Background: an optimization exercise with open tools, aiming at small area, a short achievable clock period and few clock cycles. Do not read the settings as production practice.
RTL that was checked went through simulation tests only; none was proved equivalent to the original.
Power figures rest on the tool's default switching activity, not on a simulated workload.

==> inputs of branch nickel <==
## sha256_raw
module sha256_raw (
    input  wire         clk,
    input  wire         rst,           
    input  wire         start,         
    input  wire         init,          
    input  wire [255:0] state_in,      
    input  wire [7:0]   nblk,          
    output wire         idle,
    output reg          done,          
    output wire [255:0] state_out,
    input  wire         msg_valid,
    input  wire [31:0]  msg_data,
    output wire         msg_ready
);
clock: 10.0 ns
lec_check: 0
cap_margin: 20
core_margin: 2
core_utilization: 40
setup_slack_margin: 5
slew_margin: 20
standard.sh (not shown) runs the stock make flow with config.mk's settings and CLKGATE_MAP_FILE= SYNTH_SCRIPT=/design/flow/synth_recipe.tcl, a recipe that flattens the netlist after the stock synthesis.
==> flow/flow/run.sh <==
#!/bin/bash
# The standard layout (standard.sh), with the smallest buffer cell on the
# ports instead of the one buffer_ports picks by default.
export BUFFER_PORTS_ARGS="-buffer_cell sky130_fd_sc_hd__buf_1"
bash standard.sh > standard.log 2>&1
==> branch xenon (differences from branch nickel) <==
--- a/flow/design.v
+++ b/flow/design.v
@@ -18,15 +18,16 @@
     reg  [7:0]  left;           
     reg  [31:0] h0, h1, h2, h3, h4, h5, h6, h7;    
     reg  [31:0] A, B, C, E, F, G, T;
     reg  [31:0] XT;             
     reg  [31:0] XE;             
     reg  [31:0] w [0:15];       
     reg  [31:0] kr;             
-    reg  [31:0] P;              
+    reg  [31:0] PT, PE;         
+    reg  [31:0] S;              
     reg         t60, t61, t62, t63, last, needword;
     wire [5:0]  tn = t + 6'd1;
     wire        lastn = t63 & ~pre ? (left == 8'd2) : last;
     wire en = busy & (~needword | msg_valid);
     assign idle      = ~busy;
     assign msg_ready = busy & needword;
     assign state_out = {h0, h1, h2, h3, h4, h5, h6, h7};
@@ -76,41 +77,40 @@
     wire [31:0] A_new = as1 + {ac1[30:0], 1'b0};
     wire [31:0] ts1 = XT ^ S1 ^ CH;
     wire [31:0] tc1 = (XT & S1) | (CH & (XT | S1));
     wire [31:0] T_new = ts1 + {tc1[30:0], 1'b0};
     wire [31:0] es1 = XE ^ S1 ^ CH;
     wire [31:0] ec1 = (XE & S1) | (CH & (XE | S1));
     wire [31:0] E_new = es1 + {ec1[30:0], 1'b0};
-    wire [31:0] hsa   = t61 ? h3 : t62 ? h2 : h1;
-    wire [31:0] hse   = t60 ? h7 : t61 ? h6 : h5;
+    wire [31:0] hsa   = ({32{t61}} & h3) | ({32{t62}} & h2) | ({32{t63}} & h1);
+    wire [31:0] hse   = ({32{t60}} & h7) | ({32{t61}} & h6) | ({32{t62}} & h5);
     wire [31:0] sum_a = hsa + A;
     wire [31:0] sum_e = hse + E;
     wire        zk  = pre & t60;    
-    wire [31:0] P_new = kr + (zk ? 32'd0 : w[15]);
-    wire [31:0] gs  = t62 ? h7 : G;
-    wire [31:0] bs  = t62 ? h3 : t63 ? h2 : B;
-    wire [31:0] x0  = t61 ? h0 : 32'd0;
-    wire [31:0] x4  = t61 ? h4 : 32'd0;
-    wire [31:0] xs1 = gs ^ P ^ x0;
-    wire [31:0] xc1 = (gs & P) | (x0 & (gs | P));
-    wire [31:0] XT_new = xs1 + {xc1[30:0], 1'b0};
-    wire [31:0] qs1 = gs ^ P ^ bs;
-    wire [31:0] qc1 = (gs & P) | (bs & (gs | P));
-    wire [31:0] qc1s = {qc1[30:0], 1'b0};
-    wire [31:0] qs2 = qs1 ^ qc1s ^ x4;
-    wire [31:0] qc2 = (qs1 & qc1s) | (x4 & (qs1 | qc1s));
-    wire [31:0] XE_new = qs2 + {qc2[30:0], 1'b0};
-    wire [31:0] ws0   = {w[1][6:0], w[1][31:7]} ^ {w[1][17:0], w[1][31:18]} ^ (w[1] >> 3);
+    wire [31:0] xw  = {32{~zk}} & w[15];
+    wire [31:0] x0  = {32{t60}} & h0;
+    wire [31:0] x4  = {32{t60}} & h4;
+    wire [31:0] pts = kr ^ xw ^ x0;
+    wire [31:0] ptc = (kr & xw) | (x0 & (kr | xw));
+    wire [31:0] PT_new = pts + {ptc[30:0], 1'b0};
+    wire [31:0] pes = kr ^ xw ^ x4;
+    wire [31:0] pec = (kr & xw) | (x4 & (kr | xw));
+    wire [31:0] PE_new = pes + {pec[30:0], 1'b0};
+    wire [31:0] gs  = ({32{t62}} & h7) | ({32{~t62}} & G);
+    wire [31:0] bs  = ({32{t62}} & h3) | ({32{t63}} & h2) | ({32{~(t62 | t63)}} & B);
+    wire [31:0] XT_new = gs + PT;
+    wire [31:0] qs1 = bs ^ gs ^ PE;
+    wire [31:0] qc1 = (bs & gs) | (PE & (bs | gs));
+    wire [31:0] XE_new = qs1 + {qc1[30:0], 1'b0};
+    wire [31:0] ws0   = {w[2][6:0], w[2][31:7]} ^ {w[2][17:0], w[2][31:18]} ^ (w[2] >> 3);
+    wire [31:0] wps   = w[1] ^ w[10] ^ ws0;
+    wire [31:0] wpc   = (w[1] & w[10]) | (ws0 & (w[1] | w[10]));
+    wire [31:0] S_new = wps + {wpc[30:0], 1'b0};
     wire [31:0] ws1   = {w[14][16:0], w[14][31:17]} ^ {w[14][18:0], w[14][31:19]} ^ (w[14] >> 10);
-    wire [31:0] wps   = w[0] ^ w[9] ^ ws0;
-    wire [31:0] wpc   = (w[0] & w[9]) | (ws0 & (w[0] | w[9]));
-    wire [31:0] wpcs  = {wpc[30:0], 1'b0};
-    wire [31:0] wqs   = wps ^ wpcs ^ ws1;
-    wire [31:0] wqc   = (wps & wpcs) | (ws1 & (wps | wpcs));
-    wire [31:0] wnext = wqs + {wqc[30:0], 1'b0};
+    wire [31:0] wnext = S + ws1;
     integer i;
     always @(posedge clk) begin
         if (rst) begin
             busy <= 1'b0;
             done <= 1'b0;
         end else begin
             done <= en & t63 & ~pre & last;
@@ -161,29 +161,31 @@
             if (t63) begin h1 <= sum_a; h0 <= A_new; end
         end
     end
     always @(posedge clk) begin
         if (!busy) begin
             A <= 32'd0; B <= 32'd0; C <= 32'd0; T <= 32'd0;
             E <= 32'd0; F <= 32'd0; G <= 32'd0; XT <= 32'd0; XE <= 32'd0;
-            kr <= 32'd0; P <= 32'd0;
+            kr <= 32'd0; PT <= 32'd0; PE <= 32'd0;
         end else if (en) begin
             A  <= A_new;
             B  <= t63 ? sum_a : A;
             C  <= t63 ? h2 : B;
             T  <= T_new;
             E  <= E_new;
             F  <= t62 ? sum_e : E;
             G  <= t62 ? h6 : F;
             XT <= XT_new;
             XE <= XE_new;
             kr <= kn;
-            P  <= P_new;
+            PT <= PT_new;
+            PE <= PE_new;
         end
     end
     always @(posedge clk) begin
         if (en) begin
             for (i = 0; i < 15; i = i + 1) w[i] <= w[i+1];
             w[15] <= needword ? msg_data : wnext;
+            S <= S_new;
         end
     end
 endmodule
==> flow/flow/run.sh (replaced) <==
#!/bin/bash
# The standard layout (standard.sh), with the smallest buffer cell on the
# ports and timing repair aiming 5.5 ns past the clock period.
export BUFFER_PORTS_ARGS="-buffer_cell sky130_fd_sc_hd__buf_1"
export SETUP_SLACK_MARGIN=5.5
bash standard.sh > standard.log 2>&1
==> flow/config.mk (replaced) <==
export PLATFORM = sky130hd
export DESIGN_NAME = sha256_raw
export DESIGN_NICKNAME = sha256_raw
export VERILOG_FILES = /design/flow/design.v
export SDC_FILE = /design/flow/constraint.sdc
export NUM_CORES = 4
export LEC_CHECK = 0
export CAP_MARGIN = 20
export CORE_MARGIN = 2
export CORE_UTILIZATION = 52
export CTS_CLUSTER_DIAMETER = 80
export CTS_CLUSTER_SIZE = 30
export SLEW_MARGIN = 20
==> comparison <==
- Against branch nickel, the power of branch xenon is larger by 0.28%.
- In branch nickel the synthesized cell count is lower than in branch xenon, by 2.5%.
- Branch nickel passed the timing, DRC and antenna checks. Branch xenon finished with timing, DRC and antenna clean.
- Global-route usage: branch xenon is higher than branch nickel (6.9 points).
- In branch xenon the routed wire length is smaller than in branch nickel, by about 2.7%.
Testbench counts of branch xenon, summed over its fixed seeds: cycles 120,520.
For branch nickel, only the layout was checked, not whether the RTL still works.

[what the ideal ports hide]
In the flow no input, the clock included, has a driving cell. The finished layouts below were timed again as built, in two steps. Step 1, drivers: a clkbuf_16 drives clk and a buf_2 each remaining input, both assumed. Step 2 also shifts input and output timing later by t, the mid clock arrival at the registers, as if the neighbouring blocks saw the same clock. a / b / c = ideal ports / drivers / drivers and shift; a / b = the first two.
| run | t, ns | setup WS [ns] | worst setup path after step 2 | worst register clock-pin slew, ns | worst data-port slew with drivers (ns) |
|---|---|---|---|---|---|
| branch nickel | 0.893 | 5.018 / 5.018 / 4.433 | input to register | 0.07 / 0.07 | 0.11 |
| branch xenon | 0.820 | 5.547 / 5.547 / 5.055 | input to register | 0.12 / 0.12 | 0.08 |
After both steps setup and hold are still met in every run listed. The setup slack of branch nickel, which loses most, moves by 0.000 ns with the drivers and by -0.585 ns with both steps.
